From an optimization exercise on the open Yosys and OpenROAD flow, aimed at small area, a short achievable clock period and few clock cycles; shortcuts taken in it are not production practice.
Only simulation tests tie the RTL to the original design; equivalence was not proved.
Power figures rest on the tool's default switching activity, not on a simulated workload.

$ cat run.sh
#!/bin/bash
# synth_recipe.tcl (not shown) runs the flow's synth.tcl, then flattens the netlist and writes it again
# the make line also repeats each setting of config.mk as NAME=value (left out here)
make -C /OpenROAD-flow-scripts/flow DESIGN_CONFIG=/design/flow/config.mk WORK_HOME=/design/flow/orfs CLKGATE_MAP_FILE= SYNTH_SCRIPT=/design/flow/synth_recipe.tcl finish
$ cat config.mk
export PLATFORM = sky130hd
export DESIGN_NAME = cvu_core
export DESIGN_NICKNAME = cvu_core
export VERILOG_FILES = /design/flow/design.v
export SDC_FILE = /design/flow/constraint.sdc
export NUM_CORES = 4
export LEC_CHECK = 0
export CAP_MARGIN = 20
export CORE_MARGIN = 2
export CORE_UTILIZATION = 35
export PLACE_DENSITY = 0.55
export SETUP_SLACK_MARGIN = 5
export SLEW_MARGIN = 20
$ cat constraint.sdc
create_clock -name core_clock -period 11.0 [get_ports {clk}]
set_input_delay 2.2000 -clock core_clock [delete_from_list [all_inputs] [get_ports {clk}]]
set_output_delay 2.2000 -clock core_clock [all_outputs]
set_load 0.01 [all_outputs]
$ cat design.v
module cvu_core (
    input  wire         clk,
    input  wire         rst,
    input  wire         go,
    input  wire [1:0]   go_alg,
    input  wire         go_init,
    input  wire         go_final,
    input  wire [30:0]  go_len,
    input  wire         ctx_we,
    input  wire [3:0]   ctx_sel,
    input  wire [31:0]  ctx_wdata,
    input  wire         done_clr,
    input  wire         in_valid,
    output wire         in_ready,
    input  wire [31:0]  in_data,
    output wire         busy,
    output reg          done,
    output reg          finalised,
    output reg  [3:0]   cfg_err,
    output wire [255:0] state,
    output wire [63:0]  count
);
    localparam ALG_SHA256 = 2'd3;
    reg         busy_r;
    reg         start;       
    reg  [1:0]  alg;
    reg         ini;
    reg         fin;
    reg  [28:0] wrem;        
    reg  [1:0]  tailb;       
    reg         dl;          
    reg         rdy;         
    reg  [31:0] ib;          
    reg  [1:0]  ibnb;        
    reg         ibv;
    reg  [6:0]  c;           
    reg         tailm;       
    reg         zrot;        
    reg         p80;         
    reg         lenin;       
    reg         ph_need;     
    reg         ph_ins;      
    reg         ph_rnd;      
    reg         ph_upd;      
    reg  [31:0] st0, st1, st2, st3, st4, st5, st6, st7;
    reg  [63:0] cnt;
    reg  [31:0] va, vb, vc, vd, ve, vf, vg, vh;
    reg  [31:0] w0, w1, w2, w3, w4, w5, w6, w7;
    reg  [31:0] w8, w9, w10, w11, w12, w13, w14, w15;
    reg  [31:0] kwh;         
    reg  [31:0] kr;          
    assign busy     = busy_r;
    assign in_ready = rdy;
    assign state    = {st7, st6, st5, st4, st3, st2, st1, st0};
    assign count    = cnt;
    wire is_sha   = (alg == ALG_SHA256);
    wire sha_busy = busy_r & is_sha;
    wire crc_busy = busy_r & ~is_sha;
    wire len_z = (go_len == 31'd0);
    wire err2 = (go_len[30] & (|go_len[29:0])) | (len_z & ~go_final);
    wire err3 = (go_alg == ALG_SHA256) & ~go_final &
                ((|go_len[5:0]) | (~go_init & (|cnt[5:0])));
    wire err4 = ~go_init & finalised;
    wire [3:0] go_err = err2 ? 4'd2 : err3 ? 4'd3 : err4 ? 4'd4 : 4'd0;
    wire go_idle = go & ~busy_r;
    wire go_ok   = go_idle & ~err2 & ~err3 & ~err4;
    wire go_sha  = (go_alg == ALG_SHA256);
    wire ctx_wr  = ctx_we & ~busy_r & ~go & (ctx_sel <= 4'd9);
    wire wrem_nz = |wrem;
    wire take    = in_valid & rdy;
    wire [1:0] tnb = wrem_nz ? 2'd0 : tailb;     
    wire lastw   = ~wrem_nz | ((wrem == 29'd1) & (tailb == 2'd0));
    reg [31:0] fmt;
    always @(*) begin
        fmt = {in_data[7:0], in_data[15:8], in_data[23:16], in_data[31:24]};
        case (tnb)
            2'd1: fmt = {fmt[31:24], 24'h800000};
            2'd2: fmt = {fmt[31:16], 16'h8000};
            2'd3: fmt = {fmt[31:8], 8'h80};
            default: ;
        endcase
    end
    wire [2:0] ibn = {ibnb == 2'd0, ibnb};
    wire adv     = ~ph_need | ibv | ~dl;          
    wire ins     = ph_ins & adv;                  
    wire rnd     = ph_rnd & adv;
    wire upd     = ph_upd & adv;
    wire sha_cons = ph_need & ibv;                
    wire c_wrap  = (c == 7'd67);
    wire more    = fin ? ~lenin : (dl | ibv);     
    wire sha_end = ph_upd & tailm & (c == 7'd1);  
    wire [6:0] c_nx   = c_wrap ? 7'd0 : c + 7'd1;
    wire       tailm_nx = c_wrap ? ~more : tailm;
    wire [63:0] bitlen = {cnt[60:0], 3'b000};
    reg  [31:0] padw;
    always @(*) begin
        if (!p80)
            padw = 32'h8000_0000;
        else if (c[3:0] == 4'd14)
            padw = bitlen[63:32];
        else if (c[3:0] == 4'd15 && lenin)
            padw = bitlen[31:0];
        else
            padw = 32'd0;
    end
    wire [31:0] ss0 = {w1[6:0], w1[31:7]} ^ {w1[17:0], w1[31:18]} ^ {3'd0, w1[31:3]};
    wire [31:0] ss1 = {w14[16:0], w14[31:17]} ^ {w14[18:0], w14[31:19]} ^ {10'd0, w14[31:10]};
    wire [31:0] sc1s = w0 ^ w9 ^ ss0;
    wire [31:0] sc1c = ((w0 & w9) | (w0 & ss0) | (w9 & ss0)) << 1;
    wire [31:0] sc2s = sc1s ^ sc1c ^ ss1;
    wire [31:0] sc2c = ((sc1s & sc1c) | (sc1s & ss1) | (sc1c & ss1)) << 1;
    wire [31:0] wsch = sc2s + sc2c;
    wire [31:0] wnew = ~ph_need ? wsch : (ibv ? ib : padw);
    reg [31:0] kc;
    always @(*) begin
        case (c[5:0])
            6'd0:  kc = 32'h428a2f98; 6'd1:   kc = 32'h71374491;
            6'd2:  kc = 32'hb5c0fbcf; 6'd3:   kc = 32'he9b5dba5;
            6'd4:  kc = 32'h3956c25b; 6'd5:   kc = 32'h59f111f1;
            6'd6:  kc = 32'h923f82a4; 6'd7:   kc = 32'hab1c5ed5;
            6'd8:  kc = 32'hd807aa98; 6'd9:   kc = 32'h12835b01;
            6'd10: kc = 32'h243185be; 6'd11:  kc = 32'h550c7dc3;
            6'd12: kc = 32'h72be5d74; 6'd13:  kc = 32'h80deb1fe;
            6'd14: kc = 32'h9bdc06a7; 6'd15:  kc = 32'hc19bf174;
            6'd16: kc = 32'he49b69c1; 6'd17:  kc = 32'hefbe4786;
            6'd18: kc = 32'h0fc19dc6; 6'd19:  kc = 32'h240ca1cc;
            6'd20: kc = 32'h2de92c6f; 6'd21:  kc = 32'h4a7484aa;
            6'd22: kc = 32'h5cb0a9dc; 6'd23:  kc = 32'h76f988da;
            6'd24: kc = 32'h983e5152; 6'd25:  kc = 32'ha831c66d;
            6'd26: kc = 32'hb00327c8; 6'd27:  kc = 32'hbf597fc7;
            6'd28: kc = 32'hc6e00bf3; 6'd29:  kc = 32'hd5a79147;
            6'd30: kc = 32'h06ca6351; 6'd31:  kc = 32'h14292967;
            6'd32: kc = 32'h27b70a85; 6'd33:  kc = 32'h2e1b2138;
            6'd34: kc = 32'h4d2c6dfc; 6'd35:  kc = 32'h53380d13;
            6'd36: kc = 32'h650a7354; 6'd37:  kc = 32'h766a0abb;
            6'd38: kc = 32'h81c2c92e; 6'd39:  kc = 32'h92722c85;
            6'd40: kc = 32'ha2bfe8a1; 6'd41:  kc = 32'ha81a664b;
            6'd42: kc = 32'hc24b8b70; 6'd43:  kc = 32'hc76c51a3;
            6'd44: kc = 32'hd192e819; 6'd45:  kc = 32'hd6990624;
            6'd46: kc = 32'hf40e3585; 6'd47:  kc = 32'h106aa070;
            6'd48: kc = 32'h19a4c116; 6'd49:  kc = 32'h1e376c08;
            6'd50: kc = 32'h2748774c; 6'd51:  kc = 32'h34b0bcb5;
            6'd52: kc = 32'h391c0cb3; 6'd53:  kc = 32'h4ed8aa4a;
            6'd54: kc = 32'h5b9cca4f; 6'd55:  kc = 32'h682e6ff3;
            6'd56: kc = 32'h748f82ee; 6'd57:  kc = 32'h78a5636f;
            6'd58: kc = 32'h84c87814; 6'd59:  kc = 32'h8cc70208;
            6'd60: kc = 32'h90befffa; 6'd61:  kc = 32'ha4506ceb;
            6'd62: kc = 32'hbef9a3f7; default: kc = 32'hc67178f2;
        endcase
    end
    wire [31:0] k1s = kr ^ w15 ^ vg;
    wire [31:0] k1c = ((kr & w15) | (kr & vg) | (w15 & vg)) << 1;
    wire [31:0] kwh_nx = k1s + k1c;
    wire [31:0] bs0 = {va[1:0], va[31:2]} ^ {va[12:0], va[31:13]} ^ {va[21:0], va[31:22]};
    wire [31:0] bs1 = {ve[5:0], ve[31:6]} ^ {ve[10:0], ve[31:11]} ^ {ve[24:0], ve[31:25]};
    wire [31:0] ch  = (ve & vf) | (~ve & vg);
    wire [31:0] mj  = (va & vb) | (va & vc) | (vb & vc);
    wire [31:0] x1s = kwh ^ ch ^ mj;
    wire [31:0] x1c = ((kwh & ch) | (kwh & mj) | (ch & mj)) << 1;
    wire [31:0] x2s = x1s ^ x1c ^ bs1;
    wire [31:0] x2c = ((x1s & x1c) | (x1s & bs1) | (x1c & bs1)) << 1;
    wire [31:0] x3s = x2s ^ x2c ^ bs0;
    wire [31:0] x3c = ((x2s & x2c) | (x2s & bs0) | (x2c & bs0)) << 1;
    wire [31:0] y1s = kwh ^ ch ^ vd;
    wire [31:0] y1c = ((kwh & ch) | (kwh & vd) | (ch & vd)) << 1;
    wire [31:0] y2s = y1s ^ y1c ^ bs1;
    wire [31:0] y2c = ((y1s & y1c) | (y1s & bs1) | (y1c & bs1)) << 1;
    reg [31:0] iva, ive;
    always @(*) begin
        case (c[1:0])
            2'd2:    begin iva = 32'ha54ff53a; ive = 32'h5be0cd19; end
            2'd3:    begin iva = 32'h3c6ef372; ive = 32'h1f83d9ab; end
            2'd0:    begin iva = 32'hbb67ae85; ive = 32'h9b05688c; end
            default: begin iva = 32'h6a09e667; ive = 32'h510e527f; end
        endcase
    end
    wire        ivsel = zrot & ini;
    wire [31:0] hua = ivsel ? iva : st3;
    wire [31:0] hue = ivsel ? ive : st7;
    wire [31:0] hva = zrot ? 32'd0 : vd;
    wire [31:0] hve = zrot ? 32'd0 : vh;
    wire [31:0] sum_a = (ph_rnd ? x3s : hua) + (ph_rnd ? x3c : hva);
    wire [31:0] sum_e = (ph_rnd ? y2s : hue) + (ph_rnd ? y2c : hve);
    wire [1:0]  csh = 2'd0 - ibnb;                
    wire [31:0] ible = {ib[7:0], ib[15:8], ib[23:16], ib[31:24]};
    wire [31:0] ru   = st0 ^ ible;
    wire [31:0] qu   = {st0[15:0], 16'd0} ^ ib;
    reg  [31:0] rz, rs, qz;
    always @(*) begin
        case (csh)
            2'd0: begin rz = ru;                  rs = 32'd0;               qz = qu;                 end
            2'd1: begin rz = {ru[23:0], 8'd0};    rs = {24'd0, st0[31:24]}; qz = {8'd0, qu[31:8]};   end
            2'd2: begin rz = {ru[15:0], 16'd0};   rs = {16'd0, st0[31:16]}; qz = {16'd0, qu[31:16]}; end
            default: begin rz = {ru[7:0], 24'd0}; rs = {8'd0, st0[31:8]};   qz = {24'd0, qu[31:24]}; end
        endcase
    end
    wire [31:0] g32c, g32;
    wire [15:0] m16;
    wire [149:0] t_r;
    assign t_r[31:0] = rz;
    assign t_r[32] = t_r[2] ^ t_r[23];
    assign t_r[33] = t_r[0] ^ t_r[22];
    assign t_r[34] = t_r[6] ^ t_r[15];
    assign t_r[35] = t_r[4] ^ t_r[7];
    assign t_r[36] = t_r[10] ^ t_r[26];
    assign t_r[37] = t_r[25] ^ t_r[30];
    assign t_r[38] = t_r[3] ^ t_r[21];
    assign t_r[39] = t_r[5] ^ t_r[14];
    assign t_r[40] = t_r[11] ^ t_r[27];
    assign t_r[41] = t_r[24] ^ t_r[28];
    assign t_r[42] = t_r[1] ^ t_r[9];
    assign t_r[43] = t_r[8] ^ t_r[17];
    assign t_r[44] = t_r[19] ^ t_r[31];
    assign t_r[45] = t_r[16] ^ t_r[32];
    assign t_r[46] = t_r[12] ^ t_r[29];
    assign t_r[47] = t_r[18] ^ t_r[37];
    assign t_r[48] = t_r[13] ^ t_r[20];
    assign t_r[49] = t_r[33] ^ t_r[39];
    assign t_r[50] = t_r[7] ^ t_r[38];
    assign t_r[51] = t_r[34] ^ t_r[41];
    assign t_r[52] = t_r[27] ^ t_r[36];
    assign t_r[53] = t_r[35] ^ t_r[44];
    assign t_r[54] = t_r[20] ^ t_r[40];
    assign t_r[55] = t_r[3] ^ t_r[28];
    assign t_r[56] = t_r[13] ^ t_r[47];
    assign t_r[57] = t_r[0] ^ t_r[46];
    assign t_r[58] = t_r[2] ^ t_r[5];
    assign t_r[59] = t_r[29] ^ t_r[36];
    assign t_r[60] = t_r[31] ^ t_r[40];
    assign t_r[61] = t_r[4] ^ t_r[48];
    assign t_r[62] = t_r[42] ^ t_r[43];
    assign t_r[63] = t_r[26] ^ t_r[35];
    assign t_r[64] = t_r[25] ^ t_r[43];
    assign t_r[65] = t_r[23] ^ t_r[30];
    assign t_r[66] = t_r[19] ^ t_r[23];
    assign t_r[67] = t_r[39] ^ t_r[42];
    assign t_r[68] = t_r[45] ^ t_r[51];
    assign t_r[69] = t_r[16] ^ t_r[46];
    assign t_r[70] = t_r[9] ^ t_r[18];
    assign t_r[71] = t_r[34] ^ t_r[45];
    assign t_r[72] = t_r[1] ^ t_r[3];
    assign t_r[73] = t_r[1] ^ t_r[38];
    assign t_r[74] = t_r[8] ^ t_r[33];
    assign t_r[75] = t_r[15] ^ t_r[17];
    assign t_r[76] = t_r[18] ^ t_r[31];
    assign t_r[77] = t_r[12] ^ t_r[50];
    assign t_r[78] = t_r[24] ^ t_r[49];
    assign t_r[79] = t_r[6] ^ t_r[25];
    assign t_r[80] = t_r[9] ^ t_r[56];
    assign t_r[81] = t_r[16] ^ t_r[40];
    assign t_r[82] = t_r[29] ^ t_r[55];
    assign t_r[83] = t_r[43] ^ t_r[53];
    assign t_r[84] = t_r[0] ^ t_r[8];
    assign t_r[85] = t_r[14] ^ t_r[53];
    assign t_r[86] = t_r[6] ^ t_r[17];
    assign t_r[87] = t_r[32] ^ t_r[54];
    assign t_r[88] = t_r[26] ^ t_r[51];
    assign t_r[89] = t_r[23] ^ t_r[29];
    assign t_r[90] = t_r[5] ^ t_r[11];
    assign t_r[91] = t_r[22] ^ t_r[28];
    assign t_r[92] = t_r[10] ^ t_r[61];
    assign t_r[93] = t_r[11] ^ t_r[73];
    assign t_r[94] = t_r[12] ^ t_r[32];
    assign t_r[95] = t_r[25] ^ t_r[34];
    assign t_r[96] = t_r[14] ^ t_r[41];
    assign t_r[97] = t_r[35] ^ t_r[66];
    assign t_r[98] = t_r[24] ^ t_r[35];
    assign t_r[99] = t_r[22] ^ t_r[24];
    assign t_r[100] = t_r[18] ^ t_r[19];
    assign t_r[101] = t_r[4] ^ t_r[10];
    assign t_r[102] = t_r[1] ^ t_r[33];
    assign t_r[103] = t_r[50] ^ t_r[52];
    assign t_r[104] = t_r[6] ^ t_r[63];
    assign t_r[105] = t_r[22] ^ t_r[81];
    assign t_r[106] = t_r[28] ^ t_r[57];
    assign t_r[107] = t_r[56] ^ t_r[85];
    assign t_r[108] = t_r[45] ^ t_r[55];
    assign t_r[109] = t_r[60] ^ t_r[71];
    assign t_r[110] = t_r[39] ^ t_r[72];
    assign t_r[111] = t_r[86] ^ t_r[87];
    assign t_r[112] = t_r[2] ^ t_r[12];
    assign t_r[113] = t_r[30] ^ t_r[48];
    assign t_r[114] = t_r[13] ^ t_r[44];
    assign t_r[115] = t_r[38] ^ t_r[88];
    assign t_r[116] = t_r[30] ^ t_r[34];
    assign t_r[117] = t_r[6] ^ t_r[7];
    assign t_r[118] = t_r[13] ^ t_r[60];
    assign t_r[119] = t_r[16] ^ t_r[57];
    assign t_r[120] = t_r[5] ^ t_r[9];
    assign t_r[121] = t_r[26] ^ t_r[37];
    assign t_r[122] = t_r[61] ^ t_r[121];
    assign t_r[123] = t_r[0] ^ t_r[92];
    assign t_r[124] = t_r[75] ^ t_r[76];
    assign t_r[125] = t_r[27] ^ t_r[66];
    assign t_r[126] = t_r[21] ^ t_r[96];
    assign t_r[127] = t_r[59] ^ t_r[97];
    assign t_r[128] = t_r[21] ^ t_r[62];
    assign t_r[129] = t_r[78] ^ t_r[89];
    assign t_r[130] = t_r[12] ^ t_r[36];
    assign t_r[131] = t_r[21] ^ t_r[42];
    assign t_r[132] = t_r[31] ^ t_r[47];
    assign t_r[133] = t_r[17] ^ t_r[49];
    assign t_r[134] = t_r[21] ^ t_r[52];
    assign t_r[135] = t_r[41] ^ t_r[47];
    assign t_r[136] = t_r[37] ^ t_r[59];
    assign t_r[137] = t_r[40] ^ t_r[44];
    assign t_r[138] = t_r[20] ^ t_r[76];
    assign t_r[139] = t_r[20] ^ t_r[38];
    assign t_r[140] = t_r[20] ^ t_r[45];
    assign t_r[141] = t_r[46] ^ t_r[64];
    assign t_r[142] = t_r[3] ^ t_r[79];
    assign t_r[143] = t_r[28] ^ t_r[84];
    assign t_r[144] = t_r[9] ^ t_r[14];
    assign t_r[145] = t_r[4] ^ t_r[11];
    assign t_r[146] = t_r[33] ^ t_r[58];
    assign t_r[147] = t_r[8] ^ t_r[22];
    assign t_r[148] = t_r[9] ^ t_r[68];
    assign t_r[149] = t_r[1] ^ t_r[7];
    assign g32c[0] = t_r[25] ^ t_r[54] ^ t_r[63] ^ t_r[67] ^ t_r[68];
    assign g32c[1] = t_r[51] ^ t_r[58] ^ t_r[64] ^ t_r[69] ^ t_r[103];
    assign g32c[2] = t_r[43] ^ t_r[80] ^ t_r[82] ^ t_r[104] ^ t_r[105];
    assign g32c[3] = t_r[39] ^ t_r[52] ^ t_r[65] ^ t_r[70] ^ t_r[83] ^ t_r[106];
    assign g32c[4] = t_r[45] ^ t_r[59] ^ t_r[84] ^ t_r[107];
    assign g32c[5] = t_r[0] ^ t_r[6] ^ t_r[37] ^ t_r[83] ^ t_r[108];
    assign g32c[6] = t_r[14] ^ t_r[18] ^ t_r[64] ^ t_r[82] ^ t_r[109];
    assign g32c[7] = t_r[19] ^ t_r[47] ^ t_r[57] ^ t_r[110] ^ t_r[111];
    assign g32c[8] = t_r[18] ^ t_r[53] ^ t_r[73] ^ t_r[88] ^ t_r[112] ^ t_r[113];
    assign g32c[9] = t_r[11] ^ t_r[42] ^ t_r[74] ^ t_r[89] ^ t_r[114] ^ t_r[115];
    assign g32c[10] = t_r[36] ^ t_r[46] ^ t_r[90] ^ t_r[91] ^ t_r[116];
    assign g32c[11] = t_r[65] ^ t_r[117] ^ t_r[118] ^ t_r[119];
    assign g32c[12] = t_r[12] ^ t_r[43] ^ t_r[109] ^ t_r[120] ^ t_r[122];
    assign g32c[13] = t_r[25] ^ t_r[93] ^ t_r[94] ^ t_r[123] ^ t_r[124];
    assign g32c[14] = t_r[48] ^ t_r[70] ^ t_r[77] ^ t_r[91] ^ t_r[95] ^ t_r[125];
    assign g32c[15] = t_r[16] ^ t_r[48] ^ t_r[74] ^ t_r[126] ^ t_r[127];
    assign g32c[16] = t_r[15] ^ t_r[37] ^ t_r[54] ^ t_r[128] ^ t_r[129];
    assign g32c[17] = t_r[22] ^ t_r[68] ^ t_r[130] ^ t_r[131] ^ t_r[132];
    assign g32c[18] = t_r[34] ^ t_r[42] ^ t_r[44] ^ t_r[82] ^ t_r[92] ^ t_r[133];
    assign g32c[19] = t_r[9] ^ t_r[29] ^ t_r[134] ^ t_r[135];
    assign g32c[20] = t_r[91] ^ t_r[136] ^ t_r[137];
    assign g32c[21] = t_r[2] ^ t_r[31] ^ t_r[34] ^ t_r[37] ^ t_r[67] ^ t_r[69] ^ t_r[98];
    assign g32c[22] = t_r[3] ^ t_r[60] ^ t_r[62] ^ t_r[65] ^ t_r[96] ^ t_r[123];
    assign g32c[23] = t_r[23] ^ t_r[69] ^ t_r[117] ^ t_r[134] ^ t_r[138];
    assign g32c[24] = t_r[19] ^ t_r[49] ^ t_r[71] ^ t_r[122] ^ t_r[128];
    assign g32c[25] = t_r[17] ^ t_r[67] ^ t_r[71] ^ t_r[99] ^ t_r[103] ^ t_r[138];
    assign g32c[26] = t_r[36] ^ t_r[49] ^ t_r[62] ^ t_r[100] ^ t_r[139];
    assign g32c[27] = t_r[33] ^ t_r[34] ^ t_r[87] ^ t_r[100] ^ t_r[101] ^ t_r[131];
    assign g32c[28] = t_r[10] ^ t_r[19] ^ t_r[41] ^ t_r[77] ^ t_r[90] ^ t_r[102] ^ t_r[140];
    assign g32c[29] = t_r[6] ^ t_r[32] ^ t_r[61] ^ t_r[93] ^ t_r[99] ^ t_r[141];
    assign g32c[30] = t_r[38] ^ t_r[63] ^ t_r[78] ^ t_r[80] ^ t_r[94];
    assign g32c[31] = t_r[4] ^ t_r[8] ^ t_r[23] ^ t_r[52] ^ t_r[72] ^ t_r[78] ^ t_r[95] ^ t_r[114];
    assign g32[0] = t_r[72] ^ t_r[74] ^ t_r[104] ^ t_r[140];
    assign g32[1] = t_r[5] ^ t_r[27] ^ t_r[32] ^ t_r[38] ^ t_r[62] ^ t_r[98];
    assign g32[2] = t_r[41] ^ t_r[58] ^ t_r[70] ^ t_r[74] ^ t_r[101] ^ t_r[142];
    assign g32[3] = t_r[42] ^ t_r[90] ^ t_r[127] ^ t_r[142];
    assign g32[4] = t_r[6] ^ t_r[8] ^ t_r[30] ^ t_r[54] ^ t_r[58] ^ t_r[98] ^ t_r[130];
    assign g32[5] = t_r[77] ^ t_r[79] ^ t_r[118] ^ t_r[120] ^ t_r[143];
    assign g32[6] = t_r[10] ^ t_r[48] ^ t_r[57] ^ t_r[108] ^ t_r[144];
    assign g32[7] = t_r[13] ^ t_r[14] ^ t_r[24] ^ t_r[29] ^ t_r[30] ^ t_r[75] ^ t_r[93] ^ t_r[101];
    assign g32[8] = t_r[15] ^ t_r[16] ^ t_r[49] ^ t_r[112] ^ t_r[132] ^ t_r[145];
    assign g32[9] = t_r[12] ^ t_r[15] ^ t_r[48] ^ t_r[83] ^ t_r[146];
    assign g32[10] = t_r[2] ^ t_r[13] ^ t_r[21] ^ t_r[49] ^ t_r[63] ^ t_r[70];
    assign g32[11] = t_r[10] ^ t_r[34] ^ t_r[110] ^ t_r[125] ^ t_r[147];
    assign g32[12] = t_r[11] ^ t_r[20] ^ t_r[35] ^ t_r[148];
    assign g32[13] = t_r[5] ^ t_r[10] ^ t_r[24] ^ t_r[50] ^ t_r[64] ^ t_r[119];
    assign g32[14] = t_r[6] ^ t_r[26] ^ t_r[33] ^ t_r[56] ^ t_r[62] ^ t_r[145];
    assign g32[15] = t_r[7] ^ t_r[18] ^ t_r[44] ^ t_r[52] ^ t_r[67] ^ t_r[94];
    assign g32[16] = t_r[1] ^ t_r[13] ^ t_r[15] ^ t_r[36] ^ t_r[41] ^ t_r[97] ^ t_r[105];
    assign g32[17] = t_r[39] ^ t_r[41] ^ t_r[45] ^ t_r[54] ^ t_r[141];
    assign g32[18] = t_r[17] ^ t_r[57] ^ t_r[80] ^ t_r[115];
    assign g32[19] = t_r[16] ^ t_r[29] ^ t_r[52] ^ t_r[102] ^ t_r[107];
    assign g32[20] = t_r[53] ^ t_r[55] ^ t_r[81] ^ t_r[116] ^ t_r[133];
    assign g32[21] = t_r[26] ^ t_r[46] ^ t_r[55] ^ t_r[124] ^ t_r[146];
    assign g32[22] = t_r[2] ^ t_r[7] ^ t_r[26] ^ t_r[27] ^ t_r[29] ^ t_r[100] ^ t_r[113] ^ t_r[147];
    assign g32[23] = t_r[27] ^ t_r[44] ^ t_r[65] ^ t_r[139] ^ t_r[143] ^ t_r[144];
    assign g32[24] = t_r[8] ^ t_r[31] ^ t_r[50] ^ t_r[59] ^ t_r[148];
    assign g32[25] = t_r[24] ^ t_r[42] ^ t_r[111] ^ t_r[136];
    assign g32[26] = t_r[2] ^ t_r[36] ^ t_r[60] ^ t_r[77] ^ t_r[135];
    assign g32[27] = t_r[45] ^ t_r[48] ^ t_r[79] ^ t_r[106] ^ t_r[137] ^ t_r[149];
    assign g32[28] = t_r[4] ^ t_r[13] ^ t_r[33] ^ t_r[65] ^ t_r[69] ^ t_r[86] ^ t_r[126];
    assign g32[29] = t_r[31] ^ t_r[56] ^ t_r[75] ^ t_r[129] ^ t_r[149];
    assign g32[30] = t_r[3] ^ t_r[15] ^ t_r[20] ^ t_r[47] ^ t_r[85] ^ t_r[99];
    assign g32[31] = t_r[44] ^ t_r[50] ^ t_r[58] ^ t_r[95] ^ t_r[102];
    wire [66:0] t_q;
    assign t_q[31:0] = qz;
    assign t_q[32] = t_q[22] ^ t_q[28];
    assign t_q[33] = t_q[23] ^ t_q[29];
    assign t_q[34] = t_q[24] ^ t_q[30];
    assign t_q[35] = t_q[25] ^ t_q[31];
    assign t_q[36] = t_q[11] ^ t_q[19];
    assign t_q[37] = t_q[12] ^ t_q[20];
    assign t_q[38] = t_q[13] ^ t_q[21];
    assign t_q[39] = t_q[8] ^ t_q[16];
    assign t_q[40] = t_q[9] ^ t_q[17];
    assign t_q[41] = t_q[10] ^ t_q[18];
    assign t_q[42] = t_q[26] ^ t_q[36];
    assign t_q[43] = t_q[27] ^ t_q[37];
    assign t_q[44] = t_q[32] ^ t_q[42];
    assign t_q[45] = t_q[6] ^ t_q[14];
    assign t_q[46] = t_q[34] ^ t_q[38];
    assign t_q[47] = t_q[7] ^ t_q[15];
    assign t_q[48] = t_q[4] ^ t_q[39];
    assign t_q[49] = t_q[5] ^ t_q[40];
    assign t_q[50] = t_q[35] ^ t_q[41];
    assign t_q[51] = t_q[1] ^ t_q[33];
    assign t_q[52] = t_q[33] ^ t_q[47];
    assign t_q[53] = t_q[0] ^ t_q[44];
    assign t_q[54] = t_q[38] ^ t_q[43];
    assign t_q[55] = t_q[51] ^ t_q[54];
    assign t_q[56] = t_q[2] ^ t_q[45];
    assign t_q[57] = t_q[29] ^ t_q[46];
    assign t_q[58] = t_q[3] ^ t_q[14];
    assign t_q[59] = t_q[35] ^ t_q[52];
    assign t_q[60] = t_q[58] ^ t_q[59];
    assign t_q[61] = t_q[15] ^ t_q[23];
    assign t_q[62] = t_q[26] ^ t_q[34];
    assign t_q[63] = t_q[31] ^ t_q[48];
    assign t_q[64] = t_q[37] ^ t_q[48];
    assign t_q[65] = t_q[25] ^ t_q[49];
    assign t_q[66] = t_q[27] ^ t_q[50];
    assign m16[0] = t_q[4] ^ t_q[8] ^ t_q[43] ^ t_q[53];
    assign m16[1] = t_q[5] ^ t_q[9] ^ t_q[28] ^ t_q[55];
    assign m16[2] = t_q[10] ^ t_q[32] ^ t_q[56] ^ t_q[57];
    assign m16[3] = t_q[11] ^ t_q[22] ^ t_q[30] ^ t_q[60];
    assign m16[4] = t_q[12] ^ t_q[61] ^ t_q[62] ^ t_q[63];
    assign m16[5] = t_q[13] ^ t_q[24] ^ t_q[35] ^ t_q[49] ^ t_q[53] ^ t_q[64];
    assign m16[6] = t_q[26] ^ t_q[41] ^ t_q[45] ^ t_q[55] ^ t_q[65];
    assign m16[7] = t_q[27] ^ t_q[41] ^ t_q[44] ^ t_q[46] ^ t_q[47] ^ t_q[56];
    assign m16[8] = t_q[32] ^ t_q[36] ^ t_q[39] ^ t_q[43] ^ t_q[60];
    assign m16[9] = t_q[15] ^ t_q[26] ^ t_q[28] ^ t_q[33] ^ t_q[40] ^ t_q[46] ^ t_q[64];
    assign m16[10] = t_q[14] ^ t_q[16] ^ t_q[22] ^ t_q[49] ^ t_q[57] ^ t_q[66];
    assign m16[11] = t_q[17] ^ t_q[30] ^ t_q[44] ^ t_q[45] ^ t_q[50] ^ t_q[61];
    assign m16[12] = t_q[0] ^ t_q[18] ^ t_q[24] ^ t_q[32] ^ t_q[52] ^ t_q[63];
    assign m16[13] = t_q[19] ^ t_q[34] ^ t_q[39] ^ t_q[51] ^ t_q[65];
    assign m16[14] = t_q[2] ^ t_q[6] ^ t_q[20] ^ t_q[40] ^ t_q[50] ^ t_q[62];
    assign m16[15] = t_q[3] ^ t_q[7] ^ t_q[21] ^ t_q[42] ^ t_q[66];
    wire [15:0] q16 = m16 ^ ((csh == 2'd3) ? {st0[7:0], 8'd0} : 16'd0);
    wire [31:0] crc_nx = (alg == 2'd0) ? (g32c ^ rs) :
                         (alg == 2'd1) ? (g32 ^ rs) : {16'd0, q16};
    wire crc_end = crc_busy & ~dl;
    wire crc_ini = crc_busy & start & ini;
    wire job_end = sha_end | crc_end;
    wire dl_nx    = dl & ~(take & lastw);
    wire ibv_nx   = take | (ibv & ~crc_busy & ~ph_need);
    wire need_nx  = adv ? (~tailm_nx & ((c_nx < 7'd16))) : ph_need;
    wire rdy_nx   = ~job_end & dl_nx & (~is_sha | ~ibv_nx | need_nx);
    always @(posedge clk) begin
        if (rst) begin
            busy_r    <= 1'b0;
            start     <= 1'b0;
            rdy       <= 1'b0;
            ibv       <= 1'b0;
            ph_need   <= 1'b0;
            ph_ins    <= 1'b0;
            ph_rnd    <= 1'b0;
            ph_upd    <= 1'b0;
            done      <= 1'b0;
            finalised <= 1'b0;
            cfg_err   <= 4'd0;
        end else begin
            if (done_clr)
                done <= 1'b0;
            start <= 1'b0;
            if (go_idle) begin
                cfg_err <= go_err;
                busy_r  <= go_ok;
                start   <= go_ok;
                rdy     <= go_ok & ~len_z;
                ibv     <= 1'b0;
                ph_need <= 1'b0;
                ph_ins  <= 1'b0;
                ph_rnd  <= 1'b0;
                ph_upd  <= go_ok & go_sha;
            end else if (busy_r) begin
                rdy <= rdy_nx;
                ibv <= ibv_nx;
                if (sha_busy && adv) begin
                    ph_need <= ~tailm_nx & (c_nx < 7'd16);
                    ph_ins  <= ~tailm_nx & (c_nx < 7'd64);
                    ph_rnd  <= (c_nx >= 7'd2) & (c_nx <= 7'd65);
                    ph_upd  <= (c_nx >= 7'd66) | (c_nx <= 7'd1);
                end
                if (job_end) begin
                    busy_r    <= 1'b0;
                    done      <= 1'b1;
                    finalised <= fin;
                    ph_need   <= 1'b0;
                    ph_ins    <= 1'b0;
                    ph_rnd    <= 1'b0;
                    ph_upd    <= 1'b0;
                end
            end
            if (ctx_wr)
                finalised <= 1'b0;
        end
    end
    always @(posedge clk) begin
        if (go_idle) begin
            alg   <= go_alg;
            ini   <= go_init;
            fin   <= go_final;
            wrem  <= go_len[30:2];
            tailb <= go_len[1:0];
            dl    <= ~len_z;
            c     <= 7'd66;
            tailm <= 1'b0;
            zrot  <= 1'b1;
            p80   <= 1'b0;
            lenin <= 1'b0;
        end else begin
            if (take) begin
                ib   <= fmt;
                ibnb <= tnb;
                dl   <= ~lastw;
                if (wrem_nz) wrem  <= wrem - 29'd1;
                else         tailb <= 2'd0;
            end
            if (sha_busy && adv) begin
                c     <= c_nx;
                tailm <= tailm_nx;
                if (c == 7'd1)
                    zrot <= 1'b0;
                if (ph_need) begin
                    if (ibv) begin
                        if (ibnb != 2'd0) p80 <= 1'b1;
                    end else if (!p80) begin
                        p80 <= 1'b1;
                    end else if (c[3:0] == 4'd14) begin
                        lenin <= 1'b1;
                    end
                end
            end
        end
    end
    always @(posedge clk) begin
        if (ins) begin
            w0 <= w1;   w1 <= w2;   w2 <= w3;   w3 <= w4;
            w4 <= w5;   w5 <= w6;   w6 <= w7;   w7 <= w8;
            w8 <= w9;   w9 <= w10;  w10 <= w11; w11 <= w12;
            w12 <= w13; w13 <= w14; w14 <= w15; w15 <= wnew;
        end
        if (sha_busy && adv) begin
            kwh <= kwh_nx;
            kr  <= kc;
        end
    end
    always @(posedge clk) begin
        if (rnd | upd) begin
            va <= sum_a; vb <= va; vc <= vb; vd <= vc;
            ve <= sum_e; vf <= ve; vg <= vf; vh <= vg;
        end
    end
    always @(posedge clk) begin
        if (rst) begin
            st0 <= 32'd0; st1 <= 32'd0; st2 <= 32'd0; st3 <= 32'd0;
            st4 <= 32'd0; st5 <= 32'd0; st6 <= 32'd0; st7 <= 32'd0;
            cnt <= 64'd0;
        end else begin
            if (ctx_wr) begin
                case (ctx_sel)
                    4'd0: st0 <= ctx_wdata;
                    4'd1: st1 <= ctx_wdata;
                    4'd2: st2 <= ctx_wdata;
                    4'd3: st3 <= ctx_wdata;
                    4'd4: st4 <= ctx_wdata;
                    4'd5: st5 <= ctx_wdata;
                    4'd6: st6 <= ctx_wdata;
                    4'd7: st7 <= ctx_wdata;
                    4'd8: cnt[31:0]  <= ctx_wdata;
                    default: cnt[63:32] <= ctx_wdata;
                endcase
            end
            if (start && ini)
                cnt <= 64'd0;
            if ((crc_busy && ibv) || sha_cons)
                cnt <= cnt + {61'd0, ibn};
            if (upd) begin
                st0 <= sum_a; st1 <= st0; st2 <= st1; st3 <= st2;
                st4 <= sum_e; st5 <= st4; st6 <= st5; st7 <= st6;
            end
            if (crc_ini) begin
                st0 <= (alg == 2'd2) ? 32'h0000_FFFF : 32'hFFFF_FFFF;
                st1 <= 32'd0; st2 <= 32'd0; st3 <= 32'd0;
                st4 <= 32'd0; st5 <= 32'd0; st6 <= 32'd0; st7 <= 32'd0;
            end
            if (crc_busy && ibv)
                st0 <= crc_nx;
        end
    end
endmodule
==> metrics.md, run 1 <==
| Metric | Value |
|---|---|
| Static leakage power | `between 20 and 30 nW` |
| Floorplan row count | `167` |
| Post-layout nets | `about 7,600` |
| Final count of hold timing violations | `0` |
| Final instance count without filler cells | `9,913` |
| Global router's overall resource usage | `30.2%` |
| Clk slew on worst S/H paths | `60 ps` |
| Last weighted congestion value of the routability-driven placer | `a little over 1` |
| Maximum buffer depth of the clock tree | `3` |
| Cell types occupying the most area after synthesis | `sky130_fd_sc_hd__edfxtp_1 (37%), sky130_fd_sc_hd__dfxtp_1 (9.5%), sky130_fd_sc_hd__xnor2_1 (8.3%)` |
| VDD IR max | `0.173 mV` |
| CORE AREA | `206,000 um^2` |
| Number of max-cap violations | `0` |
| Maximum number of pins on one net before global-route repair | `198` |
| Signed area change from the synthesized netlist to the final layout | `17.4%` |
| PwrDens | `184 nW/um^2` |
| Mapped Avg Cell Area | `10.7 um^2` |
| Most frequently used cell type in the post-synthesis netlist | `sky130_fd_sc_hd__edfxtp_1` |
| Effective utilization at floorplan | `35.1%` |
| Outcome | `no timing/DRC/antenna violations` |
| Met3 wire length | `about 28 mm` |
| Skew final | `60.5 ps` |
| Total vias in the final route | `58,316` |
| DRC marker count from the first detailed-route iteration | `7,395` |
| Highest signal layer in the routed design | `met5` |
| Ports | `437` |
| WP data arrival | `6590 ps` |
| Proportion of layout cells with a drive suffix above 1 | `8.12%` |
| Cell area after technology mapping | `72,500 um^2` |
| Fin. max-slew vios | `0` |
| EDFF count, synth | `902` |
| Root Buffer | `sky130_fd_sc_hd__clkbuf_16` |
| Worst r2r path cells | `18` |
| Count of warnings emitted by yosys | `1` |
| Setup repair after global routing missed its margin | `true` |
| Remaining global-route overflow | `0` |
| Required time of the critical path | `11,740 ps` |
| Proportion of netlist area held by the largest area contributor | `37.4%` |
| Floorplan die area | `about 210,000 um^2` |
| Endpoint type of the worst setup path | `flip-flop` |
| Initial antenna violation count | `21` |
| Layout fillers | `a little under 20,000` |
| TritonCTS clock tree | `yes` |
| Startpoint of the lowest-slack hold path | `w13[11]` |
| Global-route wire length before repair | `448 mm` |
| Remaining antenna violation count | `0` |
| Flip-flop count of the largest register, all copies and words added | `64` |
| Average wire per standard cell | `around 33 um` |
| Share of async-settable or async-resettable flops after synthesis | `0%` |
| CTS buffer count | `around 150` |
| R2R Setup Slk | `5150 ps` |
| Htree depth | `4` |
| Prevailing post-synth register cell | `sky130_fd_sc_hd__edfxtp_1` |
| WL met1 | `132 mm` |
| Maximum frequency from static timing analysis | `0.171 GHz` |
| Number of cells after detailed placement | `9,622` |
| Vertical die dimension | `about 460 um` |
| Routed wire length | `327 mm` |
| Critical-path maximum fanout | `25` |
| Total non-filler cell area in the finished layout | `roughly 85,000 um^2` |
| Sum of net half-perimeters after detailed placement | `247 mm` |
| Area of placed instances | `79,900 um^2` |
| Sequential fraction of the synthesis area | `between 40 and 50%` |
| Detailed-routed wire length on met2 | `144 mm` |
| Number of cells produced by synthesis | `6,752` |
| Total Neg Setup Slack | `0 ps` |
| Number of global-route vias before repair | `55,089` |
| Post-layout utilization of the core | `about two fifths` |
| Final-report setup violation count | `0` |
| Worst R2R Start | `c[1]` |
| Least-Margin Pin Slew | `approximately 1200 ps` |
| Mapped Nets | `just over 7,000` |
| Endpoint of the worst hold-timing path | `w12[11]` |
| Synth cell types | `between 100 and 150` |
| Most numerous cell types in the synthesized netlist | `sky130_fd_sc_hd__edfxtp_1 (902), sky130_fd_sc_hd__xnor2_1 (685), sky130_fd_sc_hd__nand2_1 (678)` |
| Number of buffers added on ports | `between 400 and 500` |
| WHS Path Cells | `0` |
| Headroom to the max-slew limit | `between 10% and 20%` |
| Post-detailed-route via-to-cell ratio | `about 6` |
| Category of the most critical setup path | `reg -> reg` |
| Number of buffers inserted by hold repair at cts | `0` |
| Register with the highest flop count | `cnt` |
| Cell type contributing the most total cell area after synthesis | `sky130_fd_sc_hd__edfxtp_1` |
| Width of the die | `459 um` |
| Clock network latency to the later pin of the worst-skew pair | `850 ps` |
| Drt drc | `0` |
| CTS sink cnt | `1,246` |
| Flip-flop and latch count after synthesis | `1,246` |
| Final critical-path required period | `5850 ps` |
| Worst flop-to-flop path endpoint | `st4[31]` |
| Part of the cycle the worst path needs | `53.2%` |
| Router iterations before antenna repair | `6` |
| Worst Setup Start Kind | `flip-flop` |
| Worst hold path type | `reg -> reg` |
## area by class of cell
class	instances	area, um^2	area share [%]
multi-input combinational	4843	36200	42.5
antenna	13	32.5	0.0382
sequential	1246	34000	40.0
clock buffer	184	4030	4.73
timing repair buffer	598	5540	6.52
tap	2704	3380	3.98
clock inverter	92	1050	1.23
inverter	233	877	1.03
## worst max-delay path: stages, from the launching register on
cell                       delay, ps
sky130_fd_sc_hd__dfxtp_1         310
sky130_fd_sc_hd__buf_4           330
sky130_fd_sc_hd__clkinv_1        440
sky130_fd_sc_hd__ha_1            370
sky130_fd_sc_hd__buf_4           240
sky130_fd_sc_hd__or3_1           620
sky130_fd_sc_hd__o21ai_0         160
sky130_fd_sc_hd__mux2i_1         130
sky130_fd_sc_hd__ha_1            320
sky130_fd_sc_hd__a21o_1          160
sky130_fd_sc_hd__a21oi_1         290
sky130_fd_sc_hd__o21ai_0         320
sky130_fd_sc_hd__and4_1          300
sky130_fd_sc_hd__a211o_1         370
sky130_fd_sc_hd__a221oi_2        580
sky130_fd_sc_hd__o31a_1          290
sky130_fd_sc_hd__mux2i_1         210
sky130_fd_sc_hd__nand4_1         110
sky130_fd_sc_hd__o21a_1          190
## per-layer routing
layer	vias to the layer above	track usage, %
met5	-	0
met4	6	18.7
met3	736	6.58
met2	3195	45.4
met1	29415	39.5
li1	24964	-
## stage by stage
step	hold WS [ps]	total power, W	setup slack [ps]
after global routing	397	0.0162	4990
after CTS	377	0.0156	5010
after detailed placement	405	0.0105	5040
final	381	0.0156	5150
after floorplan	400	0.00852	5970
after global placement	400	0.0105	5060
## power by group
group	internal [W]	leakage [nW]	switching, W
combinational	0.00187	16.3	0.00296
sequential	0.00530	11.0	0.000367
clock	0.00293	2.46	0.00220
total	0.0101	29.8	0.00552
## cell families (layout without fill, tap and decap cells)
logic type                 Yosys count  after routing  synth area share [%]
xor gates and xnor gates           931            931                  11.9
and+or+nand+nor                   1544           1544                  9.48
other                                1             14               0.00517
buffers and inverters              663           1107                  3.55
muxes                              184            184                  2.83
AOI/OAI and AO/OA                 1756           1756                  15.5
DFF                               1246           1246                  46.9
adders and majority gates          427            427                  9.85
## repair_timing
| action | 4_1_cts | 5_1_grt |
|---|---|---|
| buffers inserted | 0 | 0 |
| resized for setup | 0 | 3 |
| endpoints found under the setup margin | 0 | 11 |
## cells in the final DEF (no fill, tap or decap), types with 125 or more instances in the layout
master,n
sky130_fd_sc_hd__dfxtp_1,337
sky130_fd_sc_hd__edfxtp_1,902
sky130_fd_sc_hd__a211oi_1,125
sky130_fd_sc_hd__clkdlybuf4s50_1,422
sky130_fd_sc_hd__xnor2_1,684
sky130_fd_sc_hd__a22oi_1,199
sky130_fd_sc_hd__fa_1,249
sky130_fd_sc_hd__a21oi_1,522
sky130_fd_sc_hd__nor2_1,375
sky130_fd_sc_hd__ha_1,148
sky130_fd_sc_hd__buf_4,161
sky130_fd_sc_hd__nand2_1,676
sky130_fd_sc_hd__clkbuf_16,154
sky130_fd_sc_hd__mux2i_1,135
sky130_fd_sc_hd__inv_1,223
sky130_fd_sc_hd__xor2_1,206
sky130_fd_sc_hd__o21ai_0,368
## how the worst max path moves through the flow
stage / start / to / slack (ps) / cells after the start
6_report: c[1] / st4[31] / 5150 / 18
5_1_grt: va[1] / st0[20] / 4990 / 17
4_1_cts: c[1] / st4[31] / 5010 / 18
3_5_place_dp: c[1] / st4[31] / 5040 / 18
3_3_place_gp: c[1] / st4[31] / 5060 / 18
2_1_floorplan: va[2] / st0[20] / 5970 / 17
Testbench counts, summed over its fixed seeds: cycles 37,797.
==> inputs of run 2 (changes only) <==
==> flow/run.sh (new file) <==
#!/bin/bash
# The standard layout (standard.sh), with a tighter target for ORFS's
# timing repair: repair_timing aims for 8 ns of setup slack on the design's
# clock (its -setup_margin) and works on the worst 5% of endpoints.
set -euo pipefail
bash standard.sh SETUP_SLACK_MARGIN=8 TNS_END_PERCENT=5 finish > standard_flow.log 2>&1
==> standard.sh (new file) <==
#!/bin/bash
# synth_recipe.tcl (not shown) runs the flow's synth.tcl, then flattens the netlist and writes it again
# the make line also repeats each setting of config.mk as NAME=value (left out here)
make -C /OpenROAD-flow-scripts/flow DESIGN_CONFIG=/design/flow/config.mk WORK_HOME=/design/flow/orfs CLKGATE_MAP_FILE= SYNTH_SCRIPT=/design/flow/synth_recipe.tcl "${@:-finish}"
--- a/config.mk
+++ b/config.mk
@@ -7,7 +7,6 @@
 export LEC_CHECK = 0
 export CAP_MARGIN = 20
 export CORE_MARGIN = 2
-export CORE_UTILIZATION = 35
-export PLACE_DENSITY = 0.55
-export SETUP_SLACK_MARGIN = 5
+export CORE_UTILIZATION = 55
+export PLACE_DENSITY = 0.7
 export SLEW_MARGIN = 20
removed: run.sh
==> run 2 against run 1 <==
Still clean. First-iteration DRC count rose by 52%. Clock power decreased by 8.4%. Hold slack lost 16 ps. Wire length shrank 2.3%. Sequential power is essentially flat. Critical path type unchanged.
==> metrics.md, run 2 <==
| Metric | Value |
|---|---|
| Cell type contributing the most total cell area after synthesis | `sky130_fd_sc_hd__edfxtp_1` |
| Root Buffer | `sky130_fd_sc_hd__clkbuf_16` |
| Setup crit start | `ve[2]` |
| Leading cell types in the layout, fill and taps excluded | `sky130_fd_sc_hd__edfxtp_1 (902), sky130_fd_sc_hd__nand2_1 (661), sky130_fd_sc_hd__xnor2_1 (647), sky130_fd_sc_hd__a21oi_1 (486), sky130_fd_sc_hd__clkdlybuf4s50_1 (429)` |
| Last weighted congestion value of the routability-driven placer | `1.09 (+5.9%)` |
| Total vias in the final route | `62,068 (+6.4%)` |
| Cell area after technology mapping | `72,500 um^2 (unchanged)` |
| Share of async-settable or async-resettable flops after synthesis | `0% (unchanged)` |
| Count of warnings emitted by yosys | `1 (unchanged)` |
| Drt drc | `0 (unchanged)` |
| Sequential fraction of the synthesis area | `46.9% (unchanged)` |
| Stage delay of the slowest cell on the critical path | `550 ps (-70 ps)` |
| Clk slew on worst S/H paths | `70 ps (about the same)` |
| Post-layout nets | `7,812 (+3.1%)` |
| Total non-filler cell area in the finished layout | `88,000 um^2 (+3.5%)` |
| Maximum frequency from static timing analysis | `0.186 GHz (+8.7%)` |
| Post-synthesis adder-cell area fraction | `9.85% (unchanged)` |
| Synthesized-area fraction occupied by xor and xnor cells | `11.9% (unchanged)` |
| Most common cell after layout, fill and taps aside | `sky130_fd_sc_hd__edfxtp_1` |
| Number of global-route vias before repair | `56,855 (+3.2%)` |
| Prevailing post-synth register cell | `sky130_fd_sc_hd__edfxtp_1` |
| CORE AREA | `131,000 um^2 (-36%)` |
| Number of buffers inserted by hold repair at cts | `0 (unchanged)` |
| Mapped Nets | `7,258 (unchanged)` |
| Global-route wire length before repair | `435 mm (-3.0%)` |
| DRC marker count from the first detailed-route iteration | `11,263 (+52%)` |
| Area of placed instances | `78,600 um^2 (-1.7%)` |
| Startpoint of the lowest-slack hold path | `w8[28]` |
| Share of synthesized cell area in and, or, nand and nor gates | `9.48% (unchanged)` |
| Category of the most critical setup path | `reg -> reg` |
| Cell types occupying the most area after synthesis | `sky130_fd_sc_hd__edfxtp_1 (37%), sky130_fd_sc_hd__dfxtp_1 (9.5%), sky130_fd_sc_hd__xnor2_1 (8.3%)` |
| Worst hold path type | `reg -> reg` |
| CTS buffer count | `136 (-8.7%)` |
| Worst Setup Start Kind | `flip-flop` |
| Cell breakdown of the critical path | `mux2_4, fa_1, fa_1, inv_2, fa_1, mux2i_1, ha_1, nor2b_4, o31a_1, o41ai_4, o211ai_1, buf_4, and4_4, a21o_1, a221oi_2, xnor2_1, a221oi_2, o21ai_1` |
| Ports | `437 (unchanged)` |
| Router iterations before antenna repair | `8 (+2)` |
| Mapped Avg Cell Area | `10.7 um^2 (unchanged)` |
| Skew final | `85.0 ps (+24.5 ps)` |
| Final count of hold timing violations | `0 (unchanged)` |
| Proportion of layout cells with a drive suffix above 1 | `14.6% (+6.5 points)` |
| Mux contribution to synthesized area | `2.83% (unchanged)` |
| Post-detailed-route via-to-cell ratio | `6.75 (+15%)` |
| Cell mode on critical path | `sky130_fd_sc_hd__fa_1` |
| Routed wire length | `320 mm (-2.3%)` |
| Maximum number of pins on one net before global-route repair | `98 (-51%)` |
| Proportion of netlist area held by the largest area contributor | `37.4% (unchanged)` |
| Remaining antenna violation count | `0 (unchanged)` |
| Most numerous cell types in the synthesized netlist | `sky130_fd_sc_hd__edfxtp_1 (902), sky130_fd_sc_hd__xnor2_1 (685), sky130_fd_sc_hd__nand2_1 (678)` |
| Number of buffers added on ports | `435 (unchanged)` |
| Fin. max-slew vios | `0 (unchanged)` |
| Final-report setup violation count | `0 (unchanged)` |
| Maximum buffer depth of the clock tree | `3 (unchanged)` |
| Flip-flop count of the largest register, all copies and words added | `64 (unchanged)` |
| PwrDens | `178 nW/um^2 (-3.3%)` |
| Cell family with most CP delay | `adder cells` |
| Required time of the critical path | `11,640 ps (-100 ps)` |
| Headroom to the max-slew limit | `10.1% (-6.5 points)` |
| Number of max-cap violations | `0 (unchanged)` |
| Worst R2R Start | `ve[2]` |
| Largest family of logic cells by synthesized area | `compound AO/OA/AOI/OAI gates` |
| WP data arrival | `6030 ps (-560 ps)` |
| Register with the highest flop count | `cnt` |
| Clock network latency to the later pin of the worst-skew pair | `820 ps (-30 ps)` |
| VDD IR max | `0.153 mV (-11%)` |
| Critical-path maximum fanout | `2 (-92%)` |
| EDFF count, synth | `902 (unchanged)` |
| Worst Hold Slack | `364 ps (-16.4 ps)` |
| Least-Margin Pin Slew | `1330 ps (+88.0 ps)` |
| Compound-cell area share of the yosys netlist | `15.5% (unchanged)` |
| Global router's overall resource usage | `45.6% (+15 points)` |
| Initial antenna violation count | `30 (+43%)` |
| Outcome | `no timing/DRC/antenna violations` |
| Width of the die | `367 um (-20%)` |
| Floorplan row count | `133 (-20%)` |
| Signed area change from the synthesized netlist to the final layout | `21.4%` |
| CP Buf/Inv Count | `2 (-1)` |
| Synth cell types | `103 (unchanged)` |
| Setup repair after global routing missed its margin | `true` |
| Sum of net half-perimeters after detailed placement | `228 mm (-7.6%)` |
| Effective utilization at floorplan | `55.3% (+20 points)` |
| Vertical die dimension | `367 um (-20%)` |
| Remaining global-route overflow | `0 (unchanged)` |
| Floorplan die area | `135,000 um^2 (-36%)` |
| Average wire per standard cell | `34.7 um (+5.3%)` |
| Part of the cycle the worst path needs | `48.9% (-4.3 points)` |
| Most frequently used cell type in the post-synthesis netlist | `sky130_fd_sc_hd__edfxtp_1` |
| Final critical-path required period | `5380 ps (-468 ps)` |
| Static leakage power | `31.4 nW (+5.5%)` |
| Flip-flop and latch count after synthesis | `1,246 (unchanged)` |
| Number of cells produced by synthesis | `6,752 (unchanged)` |
| Total Neg Setup Slack | `0 ps (unchanged)` |
| Htree depth | `4 (unchanged)` |
| TritonCTS clock tree | `yes` |
| Cell at the slowest stage of the critical path | `sky130_fd_sc_hd__fa_1` |
| CTS sink cnt | `1,246 (unchanged)` |
| Endpoint type of the worst setup path | `flip-flop` |
run 2: final cells by class:
type | instances | area, um^2
clock buffers | 174 | 3610
well taps | 1755 | 2200
multi-input cells | 4844 | 38400
flip-flops and latches | 1246 | 34000
diodes | 25 | 62.6
clock inverters | 76 | 956
fillers | 9927 | 43100
inverters | 233 | 893
repair buffers | 845 | 7930
run 2: logic make-up after synthesis:
| logic type | count (synthesis) |
|---|---|
| flops | 1246 |
| simple gates | 1544 |
| buf+inv | 663 |
| mux | 184 |
| fa+ha+maj | 427 |
| other cells | 1 |
| compound gates | 1756 |
| xor+xnor | 931 |
run 2: worst register-to-register path, delay by kind of cell (launching register included):
kind,cells,cell delay [ps]
xor gates and xnor gates,1,170
muxes,2,440
AOI/OAI and AO/OA,7,1650
and+or+nand+nor,2,310
buffers and inverters,2,230
DFF,1,470
adders and majority gates,4,1930
run 2: final timing paths:
kind | to | slack (ps) | cells past startpoint
hold / removal | w7[28] | 360 | 0
setup reg to reg | st0[30] | 5620 | 18
setup / recovery | st0[30] | 5620 | 18
hold reg to reg | w7[28] | 360 | 0
run 2: where the power goes:
group          total [W]  switching (W)  internal [W]
Combinational    0.00530        0.00321       0.00209
Sequential       0.00565       0.000345       0.00530
Clock            0.00470        0.00211       0.00259
run 2: timing repair:
item                        CTS  global route
buffers inserted            147           104
pin swaps                   147           166
cloned                        0             9
setup endpoints to repair  1227          1493
resized for setup           297           273
run 2: metrics by stage:
stage	instances	power [W]	worst slack, ps	utilization (%)
finish	9198	0.0156	5620	67.1
global route	9177	0.0160	5600	67.1
CTS	9055	0.0153	5750	65.3
detailed placement	8658	0.0105	5090	59.9
global placement	8658	0.0105	5200	59.9
floorplan	6752	0.00852	6210	-
run 2: routing by layer:
layer / vias up / routed length (um) / GRT usage (%)
met5: - / 191 / 0
met4: 22 / 25300 / 27.4
met3: 1232 / 47800 / 16.7
met2: 5230 / 130000 / 63.0
met1: 30163 / 117000 / 61.2
li1: 25421 / - / -

-- static timing again, ports no longer ideal --
The flow's constraints put no driver on any port. The routed layouts listed below were extracted and timed again, unchanged, in two steps. Step 1 sets driving cells, clkbuf_16 on the clock port and buf_2 on the other inputs (assumed; they add their load-dependent delay and slew). Step 2, shift: input delay + t, output delay - t, t = (earliest + latest rising clock arrival at the registers) / 2. This alone moves slack from input paths to output paths. a / b / c = ideal ports / drivers / drivers and shift; a / b = the first two.
run | t, ns | setup WS [ns] | worst register clock-pin slew, ns
run 1 | 0.916 | 5.151 / 5.151 / 5.037 | 0.06 / 0.06
run 2 | 0.859 | 5.619 / 5.619 / 5.464 | 0.08 / 0.08
After both steps setup and hold are still met in every run listed. The setup slack of run 2, which loses most, moves by 0.000 ns with the drivers and by -0.155 ns with both steps.
